Context: an optimization exercise on an open-source flow, tuned for small area, a short achievable clock period and few clock cycles per item. The choices shown serve that exercise and are no tape-out recipe.
In this exercise RTL edits were held to simulation tests only and were not proved equivalent to the original.

beta:
## sha256_core
module sha256_core (
    input  wire         clk,
    input  wire         rst,         
    input  wire         in_valid,
    output wire         in_ready,
    input  wire [255:0] in_state,    
    input  wire [511:0] in_block,    
    output wire         out_valid,
    input  wire         out_ready,
    output wire [255:0] out_digest   
);
  reg          busy_q;              
  reg          ov_q;                
  reg  [5:0]   t_q;                 
  reg  [31:0]  a_q, b_q, c_q, d_q, e_q, f_q, g_q, h_q;
  reg  [31:0]  ha_q;                
  reg  [31:0]  k_q;                 
  reg  [31:0]  w_q [0:15];          
  function [31:0] rotr;
    input [31:0] x;
    input integer n;
    rotr = (x >> n) | (x << (32 - n));
  endfunction
  function [31:0] big_sigma0;   input [31:0] x; big_sigma0 = rotr(x, 2) ^ rotr(x, 13) ^ rotr(x, 22); endfunction
  function [31:0] big_sigma1;   input [31:0] x; big_sigma1 = rotr(x, 6) ^ rotr(x, 11) ^ rotr(x, 25); endfunction
  function [31:0] small_sigma0; input [31:0] x; small_sigma0 = rotr(x, 7) ^ rotr(x, 18) ^ (x >> 3); endfunction
  ...
clock: 10.0 ns
lec_check: 0
cap_margin: 20
core_margin: 2
core_utilization: 65
cts_cluster_diameter: 80
cts_cluster_size: 20
slew_margin: 20
synth_hierarchical: 1
standard.sh (not shown) runs the stock make flow with config.mk's settings and CLKGATE_MAP_FILE= SYNTH_SCRIPT=/design/flow/synth_recipe.tcl, a recipe that flattens the netlist after the stock synthesis.
==> flow/flow/run.sh <==
#!/bin/bash
set -euo pipefail
export BUFFER_PORTS_ARGS="-buffer_cell sky130_fd_sc_hd__buf_1"
export SETUP_SLACK_MARGIN=6
bash standard.sh > standard.log 2>&1
beta finished end to end and its layout was clean on timing, DRC and antenna.
Testbench counts of beta, summed over its fixed seeds: cycles 62,408, blocks 960.
diff inputs: beta => alpha
==> flow/flow/run.sh <==
#!/bin/bash
set -euo pipefail
export BUFFER_PORTS_ARGS="-buffer_cell sky130_fd_sc_hd__buf_1"
export SETUP_SLACK_MARGIN=5.5
bash standard.sh > standard.log 2>&1
Results
Measured against each other, beta and alpha differ in maximum operating frequency, the lower figure coming from alpha. beta reports its termination of the worst setup path as a_q[31] while alpha reports a_q[12]. Looking at the reports, alpha completed the entire flow and the layout it produced met the timing, DRC and antenna checks. Status: multi-input gate count parity (beta, alpha). Looking at worst clock skew across both flows, alpha is the stronger of the two, with beta trailing. alpha: sum of net half-perimeters after detailed placement about 2.7% below beta. On number of CTS-inserted buffers, beta tracks alpha almost exactly. The number of search-and-repair iterations in the first detailed-routing pass in alpha sits 2 below the value recorded for beta. beta has higher length of routed wiring on met1 than alpha. Re proportion of final cell area spent on non-clock buffers: beta and alpha aren't equal, and the lower value belongs to alpha. Of beta and alpha, beta shows the higher global-route usage over all layers, with alpha below it. Against beta, number of DRC violations after detailed-routing iteration 0 in alpha fell slightly.

---

sha256_core, a different RTL version from the one above (not shown whole).
Size in the first run: ~8200 cells after synthesis, roughly 1000 I/O pins.
// sha256_core
module sha256_core (
    input  wire         clk,
    input  wire         rst,         
    input  wire         in_valid,
    output wire         in_ready,
    input  wire [255:0] in_state,    
    input  wire [511:0] in_block,    
    output wire         out_valid,
    input  wire         out_ready,
    output wire [255:0] out_digest   
);
  reg          busy_q;              
  reg          ov_q;                
  reg  [5:0]   t_q;                 
  reg  [31:0]  a_q, b_q, c_q, d_q, e_q, f_q, g_q, h_q;
  reg  [31:0]  ha_q;                
  reg  [31:0]  k_q;                 
  reg  [31:0]  w_q [0:15];          
  function [31:0] rotr;
    input [31:0] x;
    input integer n;
    rotr = (x >> n) | (x << (32 - n));
  endfunction
  function [31:0] big_sigma0;   input [31:0] x; big_sigma0 = rotr(x, 2) ^ rotr(x, 13) ^ rotr(x, 22); endfunction
  function [31:0] big_sigma1;   input [31:0] x; big_sigma1 = rotr(x, 6) ^ rotr(x, 11) ^ rotr(x, 25); endfunction
  function [31:0] small_sigma0; input [31:0] x; small_sigma0 = rotr(x, 7) ^ rotr(x, 18) ^ (x >> 3); endfunction
  function [31:0] small_sigma1; input [31:0] x; small_sigma1 = rotr(x, 17) ^ rotr(x, 19) ^ (x >> 10); endfunction
  function [31:0] ch;
    input [31:0] x, y, z;
    ch = (x & y) ^ (~x & z);
  endfunction
  function [31:0] maj;
    input [31:0] x, y, z;
    maj = (x & y) ^ (x & z) ^ (y & z);
  endfunction
  function [31:0] csa_s;
    input [31:0] x, y, z;
    csa_s = x ^ y ^ z;
  endfunction
  function [31:0] csa_c;
    input [31:0] x, y, z;
    csa_c = ((x & y) | (x & z) | (y & z)) << 1;
  endfunction
  localparam [2047:0] K_TABLE = {
      256'hc67178f2bef9a3f7a4506ceb90befffa8cc7020884c8781478a5636f748f82ee,
      256'h682e6ff35b9cca4f4ed8aa4a391c0cb334b0bcb52748774c1e376c0819a4c116,
      256'h106aa070f40e3585d6990624d192e819c76c51a3c24b8b70a81a664ba2bfe8a1,
      256'h92722c8581c2c92e766a0abb650a735453380d134d2c6dfc2e1b213827b70a85,
      256'h1429296706ca6351d5a79147c6e00bf3bf597fc7b00327c8a831c66d983e5152,
      256'h76f988da5cb0a9dc4a7484aa2de92c6f240ca1cc0fc19dc6efbe4786e49b69c1,
      256'hc19bf1749bdc06a780deb1fe72be5d74550c7dc3243185be12835b01d807aa98,
      256'hab1c5ed5923f82a459f111f13956c25be9b5dba5b5c0fbcf71374491428a2f98
    };
  wire [31:0] H0 = in_state[255:224], H1 = in_state[223:192],
  ...
export LEC_CHECK = 0
export CAP_MARGIN = 20
export CORE_MARGIN = 2
export CORE_UTILIZATION = 75
export CTS_CLUSTER_DIAMETER = 80
export CTS_CLUSTER_SIZE = 20
export SLEW_MARGIN = 20
export SYNTH_HIERARCHICAL = 1
create_clock -name core_clock -period 10.0 [get_ports {clk}]
==> flow/flow/run.sh <==
#!/bin/bash
set -euo pipefail
export BUFFER_PORTS_ARGS="-buffer_cell sky130_fd_sc_hd__buf_1"
export SETUP_SLACK_MARGIN=5.5
bash standard.sh > standard.log 2>&1
The first run went through all stages and came out clean.
Testbench counts at the start, summed over its fixed seeds: cycles 62,408, blocks 960.
Rerun with:
CORE_UTILIZATION = 55   (was 75)
What happened: Worst hold slack barely changes. Clock skew is about the same. Critical path depth rises by 1. Area after synthesis is unchanged. Cell count rose by 6.7%. Setup slack gains 17 ps. Core utilization is lower by 16 points. Design area went up by 2.2%.

re-timing with driven ports:
No port has a modelled driver above. Below, the same layouts with a new extraction and two added sets of constraints. Step 1 sets driving cells, clkbuf_16 on the clock port and buf_2 on the other inputs (assumed; they add their load-dependent delay and slew). Step 2 adds t to the input delays and takes it off the output delays; t is the mean of the earliest and latest rising clock arrival at the registers after step 1. Input paths then give back, and output paths get back, about the clock's delay inside the block. Three values: ideal, step 1, step 2; two values: the first two.
| run | shift t [ns] | setup WS [ns] | worst setup path after step 2 | worst register clock-pin slew, ns |
|---|---|---|---|---|
| beta | 0.798 | 5.739 / 5.739 / 5.004 | input to register | 0.09 / 0.09 |
| alpha | 0.802 | 5.446 / 5.446 / 4.792 | input to register | 0.09 / 0.09 |
| the first run of note 2 | 0.776 | 5.450 / 5.462 / 4.687 | input to register | 0.10 / 0.10 |
| the second run of note 2 | 0.787 | 5.467 / 5.504 / 4.717 | input to register | 0.10 / 0.10 |
After both steps every run listed still meets setup and hold. The setup slack of the first run of note 2, which loses most, moves by +0.012 ns with the drivers and by -0.763 ns with both steps.
